This design comes from an exercise in tuning for small area, a short achievable clock period and few clock cycles per item on the open sky130 flow, not from production work.
Function was checked by simulation only, so behaviour that the tests miss may differ from the original.

## v16
==> flow/design.v (excerpt) <==
module casub_flit_enc (
    input  wire        clk,
    input  wire        rst,         
    input  wire        in_valid,
    output wire        in_ready,
    input  wire [63:0] in_data,
    output wire        out_valid,
    input  wire        out_ready,
    output wire [63:0] out_data,
    output wire        out_last
);
    reg  [4:0]  beat;       
    reg         dp;         
    reg         rdy;        
    reg         out_v, out_l;
    reg  [63:0] out_q;
    reg         sk_v;
    reg  [63:0] sk_q;
    reg         fr, fd;     
    reg  [63:0] crc, rem0, rem1;
    assign in_ready  = rdy;
    assign out_valid = out_v;
    assign out_data  = out_q;
    assign out_last  = out_l;
    wire [63:0] cu = crc ^ out_q;
    wire [63:0] crc_n;
    wire cx64 = cu[0] ^ cu[63];
    wire cx65 = cu[4] ^ cu[24];
    wire cx66 = cu[12] ^ cu[17];
    wire cx67 = cu[9] ^ cu[16];
    wire cx68 = cu[11] ^ cu[18];
    wire cx69 = cu[19] ^ cu[54];
    wire cx70 = cu[37] ^ cu[42];
    wire cx71 = cu[20] ^ cu[55];
    wire cx72 = cu[5] ^ cu[59];
    wire cx73 = cu[36] ^ cu[41];
  ...
Size: ~2,800 cells after synthesis.
clock: 10.0 ns
lec_check: 0
cap_margin: 20
core_margin: 2
core_utilization: 40
place_density: 0.6
slew_margin: 20
standard.sh (not shown) runs the stock make flow with config.mk's settings and CLKGATE_MAP_FILE= SYNTH_SCRIPT=/design/flow/synth_recipe.tcl, a recipe that flattens the netlist after the stock synthesis.
==> flow/flow/run.sh <==
#!/bin/bash
# The standard layout, except:
#  - synthesis is ORFS's synthesis script unchanged, but ABC maps with
#    flow/abc_map.script (area-oriented mapping with no up-sizing; the timing
#    repair later sizes the critical paths) and the 3-input XOR/XNOR cells are
#    added to DONT_USE_CELLS for this step. Registers are mapped by the same
#    dfflibmap pass, so their names and cell types match the standard synthesis.
set -euo pipefail
DU="sky130_fd_sc_hd__probe_p_8 sky130_fd_sc_hd__probec_p_8 sky130_fd_sc_hd__lpflow_bleeder_1 sky130_fd_sc_hd__lpflow_clkbufkapwr_1 sky130_fd_sc_hd__lpflow_clkbufkapwr_16 sky130_fd_sc_hd__lpflow_clkbufkapwr_2 sky130_fd_sc_hd__lpflow_clkbufkapwr_4 sky130_fd_sc_hd__lpflow_clkbufkapwr_8 sky130_fd_sc_hd__lpflow_clkinvkapwr_1 sky130_fd_sc_hd__lpflow_clkinvkapwr_16 sky130_fd_sc_hd__lpflow_clkinvkapwr_2 sky130_fd_sc_hd__lpflow_clkinvkapwr_4 sky130_fd_sc_hd__lpflow_clkinvkapwr_8 sky130_fd_sc_hd__lpflow_decapkapwr_12 sky130_fd_sc_hd__lpflow_decapkapwr_3 sky130_fd_sc_hd__lpflow_decapkapwr_4 sky130_fd_sc_hd__lpflow_decapkapwr_6 sky130_fd_sc_hd__lpflow_decapkapwr_8 sky130_fd_sc_hd__lpflow_inputiso0n_1 sky130_fd_sc_hd__lpflow_inputiso0p_1 sky130_fd_sc_hd__lpflow_inputiso1n_1 sky130_fd_sc_hd__lpflow_inputiso1p_1 sky130_fd_sc_hd__lpflow_inputisolatch_1 sky130_fd_sc_hd__lpflow_isobufsrc_1 sky130_fd_sc_hd__lpflow_isobufsrc_16 sky130_fd_sc_hd__lpflow_isobufsrc_2 sky130_fd_sc_hd__lpflow_isobufsrc_4 sky130_fd_sc_hd__lpflow_isobufsrc_8 sky130_fd_sc_hd__lpflow_isobufsrckapwr_16 sky130_fd_sc_hd__lpflow_lsbuf_lh_hl_isowell_tap_1 sky130_fd_sc_hd__lpflow_lsbuf_lh_hl_isowell_tap_2 sky130_fd_sc_hd__lpflow_lsbuf_lh_hl_isowell_tap_4 sky130_fd_sc_hd__lpflow_lsbuf_lh_isowell_4 sky130_fd_sc_hd__lpflow_lsbuf_lh_isowell_tap_1 sky130_fd_sc_hd__lpflow_lsbuf_lh_isowell_tap_2 sky130_fd_sc_hd__lpflow_lsbuf_lh_isowell_tap_4  sky130_fd_sc_hd__xor3_1 sky130_fd_sc_hd__xor3_2 sky130_fd_sc_hd__xor3_4 sky130_fd_sc_hd__xnor3_1 sky130_fd_sc_hd__xnor3_2 sky130_fd_sc_hd__xnor3_4"
cp -r "$FLOW_HOME/scripts" myscripts
cp flow/abc_map.script myscripts/abc_speed.script
bash standard.sh SCRIPTS_DIR="$PWD/myscripts" "DONT_USE_CELLS=$DU" synth > flow_synth.log 2>&1
bash standard.sh SETUP_SLACK_MARGIN=6.6 'BUFFER_PORTS_ARGS=-buffer_cell sky130_fd_sc_hd__buf_1' CTS_CLUSTER_SIZE=30 CTS_CLUSTER_DIAMETER=90 finish > flow_standard.log 2>&1
==> flow/flow/abc_map.script <==
&get -n
&st
&dch
&nf
&put
Testbench counts of v16, summed over its fixed seeds: cycles 12,296, flits 384.
Setup changes, v16 to v17
diff --git a/flow/flow/run.sh b/flow/flow/run.sh
--- a/flow/flow/run.sh
+++ b/flow/flow/run.sh
@@ -12,2 +12,2 @@
 bash standard.sh SCRIPTS_DIR="$PWD/myscripts" "DONT_USE_CELLS=$DU" synth > flow_synth.log 2>&1
-bash standard.sh SETUP_SLACK_MARGIN=6.6 'BUFFER_PORTS_ARGS=-buffer_cell sky130_fd_sc_hd__buf_1' CTS_CLUSTER_SIZE=30 CTS_CLUSTER_DIAMETER=90 finish > flow_standard.log 2>&1
+bash standard.sh SETUP_SLACK_MARGIN=6.6 'BUFFER_PORTS_ARGS=-buffer_cell sky130_fd_sc_hd__buf_1' CTS_CLUSTER_SIZE=22 CTS_CLUSTER_DIAMETER=100 POST_GLOBAL_ROUTE_TCL=$PWD/flow/recover_area.tcl finish > flow_standard.log 2>&1
==> flow/flow/recover_area.tcl (new file) <==
puts "area recovery: start"
set_propagated_clock [all_clocks]
estimate_parasitics -global_routing
set ws0 [sta::worst_slack_cmd max]
puts "area recovery: worst slack [format %.4f [expr {$ws0 * 1e9}]] ns"
report_design_area
global_route -start_incremental
set db [ord::get_db]
set kept 0
set tried 0
foreach inst [[ord::get_db_block] getInsts] {
  set m [[$inst getMaster] getName]
  if {![regexp {^(sky130_fd_sc_hd__[a-z0-9]+)_([0-9]+)$} $m -> base sz]} continue
  if {$sz <= 1} continue
  if {[regexp {dfxtp|edfxtp|dfrtp|clkbuf|clkinv|tap|fill|decap|conb|dly} $base]} continue
  set name [$inst getName]
  if {[regexp {^(input|output|clkbuf|clkload)} $name]} continue
  set new ""
  foreach s {0 1 2 4 6 8} {
    if {$s >= $sz} break
    if {[$db findMaster "${base}_$s"] ne "NULL"} { set new "${base}_$s"; break }
  }
  if {$new eq ""} continue
  incr tried
  replace_cell $name $new
  if {[sta::worst_slack_cmd max] < $ws0} {
    replace_cell $name $m
  } else {
    incr kept
  }
}
puts "area recovery: down-sized $kept of $tried gates"
repair_design_helper
detailed_placement
global_route -end_incremental
estimate_parasitics -global_routing
puts "area recovery: worst slack [format %.4f [expr {[sta::worst_slack_cmd max] * 1e9}]] ns"
report_design_area
check_placement -verbose
write_guides $::env(RESULTS_DIR)/route.guide
Findings:
v17 | ERROR | 5_1_grt
Reported for v16 and v17, number of instances in the placed design turned out identical to the last digit.
[compare] base=v16 new=v17: cell area after synthesis barely changed, synthesized cell count level, area after detailed placement stayed essentially flat, xor and xnor fraction of the mapped netlist area comparable.
--- input diff v17..v54 ---
diff --git a/flow/flow/run.sh b/flow/flow/run.sh
--- a/flow/flow/run.sh
+++ b/flow/flow/run.sh
@@ -12,2 +12,2 @@
 bash standard.sh SCRIPTS_DIR="$PWD/myscripts" "DONT_USE_CELLS=$DU" synth > flow_synth.log 2>&1
-bash standard.sh SETUP_SLACK_MARGIN=6.6 'BUFFER_PORTS_ARGS=-buffer_cell sky130_fd_sc_hd__buf_1' CTS_CLUSTER_SIZE=22 CTS_CLUSTER_DIAMETER=100 POST_GLOBAL_ROUTE_TCL=$PWD/flow/recover_area.tcl finish > flow_standard.log 2>&1
+bash standard.sh SETUP_SLACK_MARGIN=6.6 'BUFFER_PORTS_ARGS=-buffer_cell sky130_fd_sc_hd__buf_1' CTS_CLUSTER_SIZE=22 CTS_CLUSTER_DIAMETER=100 finish > flow_standard.log 2>&1
removed: flow/flow/recover_area.tcl
On synthesized cell count, v54 tracks v17 almost exactly. Number of sinks driven by the clock tree: v54 vs v17 identical. v54: done, clean on timing, DRC and antenna. In terms of count of H-tree levels built during CTS, v17 and v54 differ only marginally. Diff v54..v17 | cell area after synthesis | unchanged.

re-timing with driven ports:
The results above use ideal ports. As a check the final layouts listed here were re-extracted and re-timed, cells and wires unchanged. Step 1, drivers: a clkbuf_16 drives clk and a buf_2 each remaining input, both assumed. Step 2 also shifts input and output timing later by t, the mid clock arrival at the registers, as if the neighbouring blocks saw the same clock. Three values: ideal, step 1, step 2; two values: the first two.
run	shift t [ns]	slack for setup (ns)	clock arrival spread, ns
v16	0.617	6.538 / 6.521 / 6.140	0.044 / 0.044
v54	0.610	6.499 / 6.499 / 6.160	0.028 / 0.028
After both steps every run listed still meets setup and hold. For v16, which loses most, drivers alone change the setup slack by -0.017 ns; drivers and shift together by -0.398 ns.
